This design comes from an exercise in tuning for small area, a short achievable clock period and few clock cycles on the open sky130 flow, not from production work. In this exercise RTL edits were held to simulation tests only and were not proved equivalent to the original. Power is estimated from default activity; no workload was simulated.

== the reference run ==
==> flow/design.v <==
module turf_dec (
    input  wire       clk,
    input  wire       rst,         
    input  wire       start,       
    input  wire [6:0] width_m1,    
    input  wire       in_valid,
    input  wire [7:0] in_data,
    output wire       in_ready,
    output reg        out_valid,
    output reg  [7:0] out_data,
    output reg        out_last,    
    input  wire       out_ready,
    output wire       err
);
    localparam QN = 2;             
    localparam QW = 1;             
    localparam [1:0] G_LIT = 2'd0,   
                     G_ABV = 2'd2,   
                     G_DLT = 2'd3;   
    localparam [2:0] P_IDLE = 3'd0,
                     P_HDR  = 3'd1,    
                     P_RAW  = 3'd2,    
                     P_TOK  = 3'd3,    
                     P_EXT  = 3'd4,    
                     P_LIT  = 3'd5,    
                     P_REPV = 3'd6,    
                     P_DLT  = 3'd7;    
    reg  [6:0] wm;                 
    reg        bv, skv;
    reg  [7:0] bd, sk;
    reg        p_pop;
    assign in_ready = !skv;
    wire   take     = in_valid && !skv;
    always @(posedge clk) begin
        if (rst || start) begin
            bv  <= 1'b0;
            skv <= 1'b0;
        end else begin
            if (!bv || p_pop) begin
                bv <= skv || take;
                bd <= skv ? sk : in_data;
                skv <= 1'b0;
            end else if (take) begin
                skv <= 1'b1;
                sk  <= in_data;
            end
        end
    end
    reg  [2:0] ps;
    reg        perr;
    reg  [1:0] hcnt;
    reg  [8:0] brem;               
    reg        big;                
    reg  [7:0] xq;                 
    reg  [6:0] tokl;               
    reg  [1:0] ttyp;
    reg  [6:0] tq;                 
    reg        dodd;               
    reg        rdone;              
    reg        q_full;
    reg        push;
    reg  [1:0] push_t;
    reg  [6:0] push_c;
    reg  [2:0] ps_n;
    reg        perr_n;
    assign err = perr;
    wire body_end = !big && brem == 9'd0;
    wire body_one = !big && brem == 9'd1;    
    wire ext      = bd[5:1] == 5'b11111;      
    wire is_tok   = (ps == P_TOK);
    wire [7:0] lq    = is_tok ? {2'd0, bd[5:0]} : bd;       
    wire [6:0] mq    = is_tok ? {1'b0, bd[5:0]} : bd[6:0] + 7'd62;
    wire       m_ok  = !xq[7] && lq <= xq;
    wire       m_end = lq == xq;
    wire [7:0] xq_n  = xq + ~lq;
    wire       tend  = rdone ? body_one : 1'b0;
    wire p_nopush = (ps == P_HDR && hcnt != 2'd3) ||
                    (is_tok && (bd[7:6] != 2'd2 || ext)) ||
                    (ps == P_EXT && ttyp != 2'd2);
    wire p_run    = !perr && ps != P_IDLE;
    always @(*) begin
        p_pop  = bv && p_run && (!q_full || p_nopush);
        push   = 1'b0;
        push_t = G_LIT;
        push_c = 7'd0;
        ps_n   = ps;
        perr_n = 1'b0;
        case (ps)
            P_HDR: if (p_pop && hcnt == 2'd3) begin
                if (bd[7:2] != 6'd0 || bd[1:0] == 2'b11)
                    perr_n = 1'b1;
                if (bd[1:0] == 2'b01) begin
                    ps_n = P_RAW;
                    if (big || brem != {2'b0, wm} + 9'd1)
                        perr_n = 1'b1;
                end else if (bd[1:0] == 2'b10) begin
                    push   = 1'b1;
                    push_t = G_ABV;
                    push_c = wm;
                    if (!body_end)
                        perr_n = 1'b1;
                end else
                    ps_n = P_TOK;
            end
            P_RAW: if (p_pop) begin
                push = 1'b1;
                if (xq == 8'd0) ps_n = P_HDR;
            end
            P_TOK, P_EXT: begin
                if (body_end)
                    perr_n = 1'b1;
                if (p_pop) begin
                    if (is_tok && (tokl == 7'd0 || bd[5:0] == 6'd63))
                        perr_n = 1'b1;
                    if (is_tok && ext)
                        ps_n = P_EXT;
                    else begin
                        if (!m_ok)
                            perr_n = 1'b1;
                        case (is_tok ? bd[7:6] : ttyp)
                            2'd0: ps_n = P_LIT;
                            2'd1: ps_n = P_REPV;
                            2'd3: ps_n = P_DLT;
                            default: begin
                                push   = 1'b1;
                                push_t = G_ABV;
                                push_c = mq;
                                if (m_end) begin
                                    ps_n = P_HDR;
                                    if (!body_one) perr_n = 1'b1;
                                end else
                                    ps_n = P_TOK;
                            end
                        endcase
                    end
                end
            end
            P_LIT, P_REPV, P_DLT: begin
                if (body_end)
                    perr_n = 1'b1;
                if (p_pop) begin
                    push = 1'b1;
                    if (ps == P_REPV)
                        push_c = tq;
                    else if (ps == P_DLT) begin
                        push_t = G_DLT;
                        push_c = (tq == 7'd0 && dodd) ? 7'd0 : 7'd1;
                        if (tq == 7'd0 && dodd && bd[7:4] != 4'd0)
                            perr_n = 1'b1;
                    end
                    if (ps == P_REPV || tq == 7'd0) begin
                        if (rdone) begin
                            ps_n = P_HDR;
                            if (!body_one) perr_n = 1'b1;
                        end else
                            ps_n = P_TOK;
                    end
                end
            end
            default: ;
        endcase
    end
    always @(posedge clk) begin
        if (rst) begin
            ps   <= P_IDLE;
            perr <= 1'b0;
        end else if (start) begin
            ps   <= P_HDR;
            perr <= 1'b0;
            hcnt <= 2'd0;
            wm   <= width_m1;
        end else begin
            if (perr_n)
                perr <= 1'b1;
            ps <= ps_n;
            if (p_pop) begin
                if (ps != P_HDR)
                    brem <= brem - 9'd1;
                case (ps)
                    P_HDR: begin
                        hcnt <= hcnt + 2'd1;
                        case (hcnt)
                            2'd0: begin brem[7:0] <= bd; big <= 1'b0; end
                            2'd1: begin brem[8] <= bd[0]; big <= bd[7:1] != 7'd0; end
                            2'd2: if (bd != 8'd0) big <= 1'b1;
                            default: begin
                                xq   <= {1'b0, wm};
                                tokl <= {1'b0, wm[6:1]} + 7'd17;
                            end
                        endcase
                    end
                    P_RAW: xq <= xq - 8'd1;
                    P_TOK: begin
                        tokl <= tokl - 7'd1;
                        ttyp <= bd[7:6];
                        if (ext)
                            xq <= xq - 8'd62;
                        else
                            xq <= xq_n;
                    end
                    P_EXT: xq <= xq_n;
                    P_LIT, P_DLT: tq <= tq - 7'd1;
                    default: ;
                endcase
                if ((is_tok && !ext) || ps == P_EXT) begin
                    tq    <= ((is_tok ? bd[7:6] : ttyp) == 2'd3) ? {1'b0, mq[6:1]} : mq;
                    dodd  <= !mq[0];
                    rdone <= m_end;
                end
            end
        end
    end
    reg  [1:0] qt [0:QN-1];
    reg  [6:0] qc [0:QN-1];
    reg  [7:0] qv [0:QN-1];
    reg  [QW-1:0] qwp, qrp;
    reg  [QW:0]   qn;
    reg        cv;                 
    reg  [1:0] ct;
    reg  [6:0] cc;
    reg  [7:0] cval;
    reg        okv;                
    reg  [7:0] okd;
    reg        okl;
    wire       emit    = cv && !okv;
    wire       cfree   = !cv || (emit && cc == 7'd0);
    wire       q_empty = (qn == 0);
    wire       q_pop   = cfree && !q_empty;
    wire       q_push  = push && !(cfree && q_empty);
    always @(posedge clk) begin
        if (rst || start) begin
            cv     <= 1'b0;
            qn     <= 0;
            qwp    <= 0;
            qrp    <= 0;
            q_full <= 1'b0;
        end else begin
            if (q_push) begin
                qt[qwp] <= push_t;
                qc[qwp] <= push_c;
                qv[qwp] <= bd;
                qwp     <= (qwp == QN - 1) ? 0 : qwp + 1;
            end
            if (q_pop)
                qrp <= (qrp == QN - 1) ? 0 : qrp + 1;
            if (q_push && !q_pop) begin
                qn     <= qn + 1;
                q_full <= (qn == QN - 1);
            end else if (q_pop && !q_push) begin
                qn     <= qn - 1;
                q_full <= 1'b0;
            end
            if (cfree) begin
                cv <= !q_empty || push;
                if (!q_empty) begin
                    ct   <= qt[qrp];
                    cc   <= qc[qrp];
                    cval <= qv[qrp];
                end else begin
                    ct   <= push_t;
                    cc   <= push_c;
                    cval <= bd;
                end
            end else if (emit) begin
                cc <= cc - 7'd1;
                if (ct == G_DLT)
                    cval <= {4'd0, cval[7:4]};
            end
        end
    end
    reg        frow;               
    reg        rs;                 
    reg  [6:0] ex;                 
    reg  [7:0] dl1;                
    reg  [7:0] dl2;                
    wire [7:0] prev    = rs ? 8'd0 : dl1;
    wire [7:0] above   = frow ? 8'd0 : dl2;
    wire [7:0] dpix    = prev + {{4{cval[3]}}, cval[3:0]};
    wire [7:0] pix     = (ct == G_ABV) ? above :
                         (ct == G_DLT) ? dpix : cval;
    wire       last    = (ex == wm);
    wire [6:0] dsel = wm - 7'd1;
    wire [7:0] tap [0:7];
    assign tap[0] = dl1;
    genvar gi;
    generate
        for (gi = 0; gi < 7; gi = gi + 1) begin : g_seg
            localparam integer L = 1 << (6 - gi);             
            reg [8*L-1:0] sr;
            if (L == 1) begin : g_one
                always @(posedge clk)
                    if (emit) sr <= tap[gi];
            end else begin : g_many
                always @(posedge clk)
                    if (emit) sr <= {sr[8*L-9:0], tap[gi]};
            end
            assign tap[gi + 1] = dsel[6 - gi] ? sr[8*L-1 -: 8] : tap[gi];
        end
    endgenerate
    always @(posedge clk) begin
        if (emit) begin
            dl1 <= pix;
            dl2 <= (wm == 7'd0) ? pix : tap[7];
        end
    end
    always @(posedge clk) begin
        if (rst || start) begin
            frow <= 1'b1;
            rs   <= 1'b1;
            ex   <= 7'd0;
        end else if (emit) begin
            rs <= last;
            if (last) begin
                ex   <= 7'd0;
                frow <= 1'b0;
            end else
                ex <= ex + 7'd1;
        end
    end
    always @(posedge clk) begin
        if (rst || start) begin
            out_valid <= 1'b0;
            okv       <= 1'b0;
        end else if (!out_valid || out_ready) begin
            out_valid <= okv || emit;
            okv       <= 1'b0;
            out_data  <= okv ? okd : pix;
            out_last  <= okv ? okl : last;
        end else if (emit) begin
            okv <= 1'b1;
            okd <= pix;
            okl <= last;
        end
    end
endmodule
==> flow/config.mk <==
export PLATFORM = sky130hd
export DESIGN_NAME = turf_dec
export DESIGN_NICKNAME = turf_dec
export VERILOG_FILES = /design/flow/design.v
export SDC_FILE = /design/flow/constraint.sdc
export NUM_CORES = 4
export LEC_CHECK = 0
export ABC_CLOCK_PERIOD_IN_PS = 2700
export CAP_MARGIN = 20
export CORE_MARGIN = 2
export CORE_UTILIZATION = 55
export CTS_BUF_LIST = sky130_fd_sc_hd__clkbuf_16
export CTS_CLUSTER_DIAMETER = 100
export CTS_CLUSTER_SIZE = 30
export PLACE_DENSITY = 0.7
export SLEW_MARGIN = 20
==> flow/constraint.sdc <==
create_clock -name core_clock -period 8.0 [get_ports {clk}]
set_input_delay 1.6000 -clock core_clock [delete_from_list [all_inputs] [get_ports {clk}]]
set_output_delay 1.6000 -clock core_clock [all_outputs]
set_load 0.01 [all_outputs]
standard.sh (not shown) runs the stock make flow with config.mk's settings and CLKGATE_MAP_FILE= SYNTH_SCRIPT=/design/flow/synth_recipe.tcl, a recipe that flattens the netlist after the stock synthesis.
==> flow/flow/run.sh <==
#!/bin/bash
# Standard layout, with timing repair aimed at a larger setup slack than
# config.mk's settings allow. Each tool's full output goes to its own log.
set -euo pipefail
bash standard.sh SETUP_SLACK_MARGIN=5.4 synth > make_synth.log 2>&1
bash standard.sh SETUP_SLACK_MARGIN=5.4 finish > make_finish.log 2>&1
The reference run reached the end of the flow, and the finished layout is clean on the timing, DRC and antenna checks.
Testbench counts of the reference run, summed over its fixed seeds: cycles 66,280.
diff inputs: the reference run => the trial run
--- a/flow/design.v
+++ b/flow/design.v
@@ -27,25 +27,25 @@
                      P_DLT  = 3'd7;    
     reg  [6:0] wm;                 
     reg        bv, skv;
     reg  [7:0] bd, sk;
     reg        p_pop;
-    assign in_ready = !skv;
-    wire   take     = in_valid && !skv;
+    reg        irdy;               
+    assign in_ready = irdy;
+    wire   take     = in_valid && irdy;
+    wire   skv_n    = !(rst || start) && !(!bv || p_pop) && (skv || take);
     always @(posedge clk) begin
+        skv  <= skv_n;
+        irdy <= !skv_n;
         if (rst || start) begin
-            bv  <= 1'b0;
-            skv <= 1'b0;
+            bv <= 1'b0;
         end else begin
             if (!bv || p_pop) begin
                 bv <= skv || take;
                 bd <= skv ? sk : in_data;
-                skv <= 1'b0;
-            end else if (take) begin
-                skv <= 1'b1;
-                sk  <= in_data;
-            end
+            end else if (take)
+                sk <= in_data;
         end
     end
     reg  [2:0] ps;
     reg        perr;
     reg  [1:0] hcnt;
@@ -168,12 +168,11 @@
             ps   <= P_HDR;
             perr <= 1'b0;
             hcnt <= 2'd0;
             wm   <= width_m1;
         end else begin
-            if (perr_n)
-                perr <= 1'b1;
+            perr <= perr || perr_n;
             ps <= ps_n;
             if (p_pop) begin
                 if (ps != P_HDR)
                     brem <= brem - 9'd1;
                 case (ps)
@@ -270,19 +269,18 @@
     end
     reg        frow;               
     reg        rs;                 
     reg  [6:0] ex;                 
     reg  [7:0] dl1;                
-    reg  [7:0] dl2;                
     wire [7:0] prev    = rs ? 8'd0 : dl1;
-    wire [7:0] above   = frow ? 8'd0 : dl2;
+    wire [7:0] tap [0:7];
+    wire [7:0] above   = frow ? 8'd0 : tap[7];
     wire [7:0] dpix    = prev + {{4{cval[3]}}, cval[3:0]};
     wire [7:0] pix     = (ct == G_ABV) ? above :
                          (ct == G_DLT) ? dpix : cval;
     wire       last    = (ex == wm);
-    wire [6:0] dsel = wm - 7'd1;
-    wire [7:0] tap [0:7];
+    wire [6:0] dsel = wm;
     assign tap[0] = dl1;
     genvar gi;
     generate
         for (gi = 0; gi < 7; gi = gi + 1) begin : g_seg
             localparam integer L = 1 << (6 - gi);             
@@ -298,11 +296,10 @@
         end
     endgenerate
     always @(posedge clk) begin
         if (emit) begin
             dl1 <= pix;
-            dl2 <= (wm == 7'd0) ? pix : tap[7];
         end
     end
     always @(posedge clk) begin
         if (rst || start) begin
             frow <= 1'b1;
@@ -315,20 +312,24 @@
                 frow <= 1'b0;
             end else
                 ex <= ex + 7'd1;
         end
     end
+    reg  [7:0] ohd;
+    reg        ohl;
+    wire       ostall = out_valid && !out_ready;
+    wire [7:0] onew   = okv ? okd : pix;
+    wire       olnew  = okv ? okl : last;
     always @(posedge clk) begin
-        if (rst || start) begin
-            out_valid <= 1'b0;
-            okv       <= 1'b0;
-        end else if (!out_valid || out_ready) begin
-            out_valid <= okv || emit;
-            okv       <= 1'b0;
-            out_data  <= okv ? okd : pix;
-            out_last  <= okv ? okl : last;
-        end else if (emit) begin
+        out_valid <= !(rst || start) && (ostall || okv || emit);
+        out_data  <= ostall ? ohd : onew;
+        out_last  <= ostall ? ohl : olnew;
+        ohd       <= ostall ? out_data : onew;
+        ohl       <= ostall ? out_last : olnew;
+        if (rst || start || !ostall)
+            okv <= 1'b0;
+        else if (emit) begin
             okv <= 1'b1;
             okd <= pix;
             okl <= last;
         end
     end
Notes after the runs:
- Number of standard cells after synthesis: the trial run vs the reference run down about 2.6%
- Width of the die down about 0.7% in the trial run wrt the reference run
- The trial run against the reference run; maximum operating frequency is up slightly.
- The trial run ended up with a lower routed wire length than the reference run did.
- Net total in the final layout, the reference run and the trial run, higher one = the reference run.
- Cmp the reference run and the trial run / total power per unit cell area / lower: the reference run
- From the reference run to the trial run the numbers moved as follows: first-pass GRT wire length lost 1.0 mm, non-clock buffer count down 23.
- Non-clock buffer area fraction after layout is higher on the reference run
- | placed instance count | the trial run vs the reference run | about 2.2% lower |
- Combinational group share of total power is lower on the trial run
- Relative to the reference run, the trial run degrades total net switching power.
- Part of the power in the clock network (the trial run over the reference run): increase, 0.9 points
Testbench counts of the trial run, summed over its fixed seeds: cycles 66,280.

re-timing with driven ports:
No port has a modelled driver above. Below, the same layouts with a new extraction and two added sets of constraints.
Step 1, drivers: a clkbuf_16 drives clk and a buf_2 each remaining input, both assumed.
Step 2 times the ports against the registers' clock, not the clock port: input delays grow and output delays shrink by t, the midpoint of the rising clock arrivals with the driver on.
Slacks: no drivers / after step 1 / after step 2; pairs: no drivers / after step 1.
| run | t, ns | setup WS [ns] | worst setup path after step 2 |
|---|---|---|---|
| the reference run | 0.674 | 5.228 / 5.171 / 4.919 | input to register |
| the trial run | 0.686 | 5.259 / 5.198 / 4.870 | input to register |
After both steps every run listed still meets setup and hold. For the trial run, which loses most, drivers alone change the setup slack by -0.061 ns; drivers and shift together by -0.389 ns.
